This design comes from an exercise in tuning for small area, a short achievable clock period and few clock cycles per item on the open sky130 flow, not from production work.
Only simulation tests tie the RTL to the original design; equivalence was not proved.

==> run a: inputs <==
// cmac_dp
module cmac_dp (
    input  wire        clk,
    input  wire        rst,             
    input  wire        in_valid,
    output wire        in_ready,
    input  wire [3:0]  in_op,
    input  wire        in_sub,
    input  wire [5:0]  in_sh,
    input  wire [15:0] in_a_re,
    input  wire [15:0] in_a_im,
    input  wire [15:0] in_b_re,
    input  wire [15:0] in_b_im,
    output reg         out_valid,
    input  wire        out_ready,
    output wire [15:0] out_re,
    output wire [15:0] out_im,
    output wire [39:0] out_acc_r,
    output wire [39:0] out_acc_i,
    output reg         out_nan_r,
    output reg         out_nan_i,
    output wire [7:0]  out_expr,
    output wire [5:0]  out_norm,
    output wire [7:0]  out_sat_count,
    output wire [7:0]  out_nan_count,
    output wire        out_dp_sat,
    output wire        out_dp_nan
);
==> flow/config.mk <==
export PLATFORM = sky130hd
export DESIGN_NAME = cmac_dp
export DESIGN_NICKNAME = cmac_dp
export VERILOG_FILES = /design/flow/design.v
export SDC_FILE = /design/flow/constraint.sdc
export NUM_CORES = 4
export LEC_CHECK = 0
export CAP_MARGIN = 20
export CORE_MARGIN = 2
export CORE_UTILIZATION = 45
export SLEW_MARGIN = 20
==> flow/constraint.sdc <==
create_clock -name core_clock -period 25.0 [get_ports {clk}]
set_input_delay 5.0000 -clock core_clock [delete_from_list [all_inputs] [get_ports {clk}]]
set_output_delay 5.0000 -clock core_clock [all_outputs]
set_load 0.01 [all_outputs]
standard.sh (not shown) runs the stock make flow with config.mk's settings and CLKGATE_MAP_FILE= SYNTH_SCRIPT=/design/flow/synth_recipe.tcl, a recipe that flattens the netlist after the stock synthesis.
==> flow/flow/run.sh <==
#!/bin/bash
# Standard ORFS layout (the standard.sh, standard synthesis unchanged), with the
# resizer's timing repair asked to keep a larger setup margin so that it shortens the
# critical paths; the SDC (25 ns clock, I/O delays, loads) is the standard flow's, unchanged.
set -euo pipefail
bash standard.sh SETUP_SLACK_MARGIN=18 finish > standard.log 2>&1
==> inputs of run b, as changes to run a <==
--- a/flow/design.v
+++ b/flow/design.v
@@ -107,17 +107,17 @@
         input [7:0]  one, two, sgn;
         integer j;
         reg [16:0] sel, r;
         reg [32:0] acc, nb;
         begin
             acc = 33'd0;
             nb  = 33'd0;
             for (j = 0; j < 8; j = j + 1) begin
-                sel = ({17{one[j]}} & {x[15], x}) | ({17{two[j]}} & {x, 1'b0});
+                sel = one[j] ? {x[15], x} : two[j] ? {x, 1'b0} : 17'd0;
                 r   = sel ^ {17{sgn[j]}};
                 acc = acc + ({16'd0, ~r[16], r[15:0]} << (2*j));
                 nb[2*j] = sgn[j];
             end
             bsum = acc + nb;
         end
     endfunction
     wire signed [32:0] prod_r = bsum(ar0,  br_one, br_two, br_sgn) +
==> flow/flow/run.sh (replaced) <==
#!/bin/bash
# Standard ORFS layout (the standard.sh, standard synthesis unchanged), with the
# resizer's timing repair asked to keep a larger setup margin so that it shortens the
# critical paths; the SDC (25 ns clock, I/O delays, loads) is the standard flow's, unchanged.
set -euo pipefail
bash standard.sh SETUP_SLACK_MARGIN=19 finish > standard.log 2>&1
==> inputs of run c, as changes to run a <==
--- a/flow/design.v
+++ b/flow/design.v
@@ -107,17 +107,17 @@
         input [7:0]  one, two, sgn;
         integer j;
         reg [16:0] sel, r;
         reg [32:0] acc, nb;
         begin
             acc = 33'd0;
             nb  = 33'd0;
             for (j = 0; j < 8; j = j + 1) begin
-                sel = ({17{one[j]}} & {x[15], x}) | ({17{two[j]}} & {x, 1'b0});
+                sel = one[j] ? {x[15], x} : two[j] ? {x, 1'b0} : 17'd0;
                 r   = sel ^ {17{sgn[j]}};
                 acc = acc + ({16'd0, ~r[16], r[15:0]} << (2*j));
                 nb[2*j] = sgn[j];
             end
             bsum = acc + nb;
         end
     endfunction
     wire signed [32:0] prod_r = bsum(ar0,  br_one, br_two, br_sgn) +
==> notes <==
The lowest cell count belongs to run a, the highest to run b. Utilization: run b > run c > run a. Via count: run a < run c < run b. Against run a, the hold slack of run c is better by 0.0080 ns. In synthesized cell count, run b and run c do not differ. Count of clock-buffer cells in the layout, highest first: run b, run a, run c. Clock skew: run a is higher than run c (0.019 ns). Wire length: run a < run c < run b.
Testbench counts of run a, summed over its fixed seeds: cycles 32,048, ops 32,000.
Testbench counts of run b, summed over its fixed seeds: cycles 32,048, ops 32,000.
Testbench counts of run c, summed over its fixed seeds: cycles 32,048, ops 32,000.

==> static timing again, ports no longer ideal <==
The flow's constraints put no driver on any port. The routed layouts listed below were extracted and timed again, unchanged, in two steps.
Step 1: set_driving_cell puts a clkbuf_16 on clk and a buf_2 on each other input, an assumption about the parent block.
Step 2 times the ports against the registers' clock, not the clock port: input delays grow and output delays shrink by t, the midpoint of the rising clock arrivals with the driver on.
Slacks: no drivers / after step 1 / after step 2; pairs: no drivers / after step 1.
| run | t, ns | setup slack, ns | pins driven straight from the clock port |
|---|---|---|---|
| run a | 0.750 | 18.134 / 18.134 / 17.441 | 1 |
| run b | 0.775 | 17.858 / 17.858 / 17.858 | 1 |
| run c | 0.766 | 17.949 / 17.949 / 17.607 | 1 |
After both steps setup and hold are still met in every run listed. For run a, which loses most, drivers alone change the setup slack by 0.000 ns; drivers and shift together by -0.693 ns.
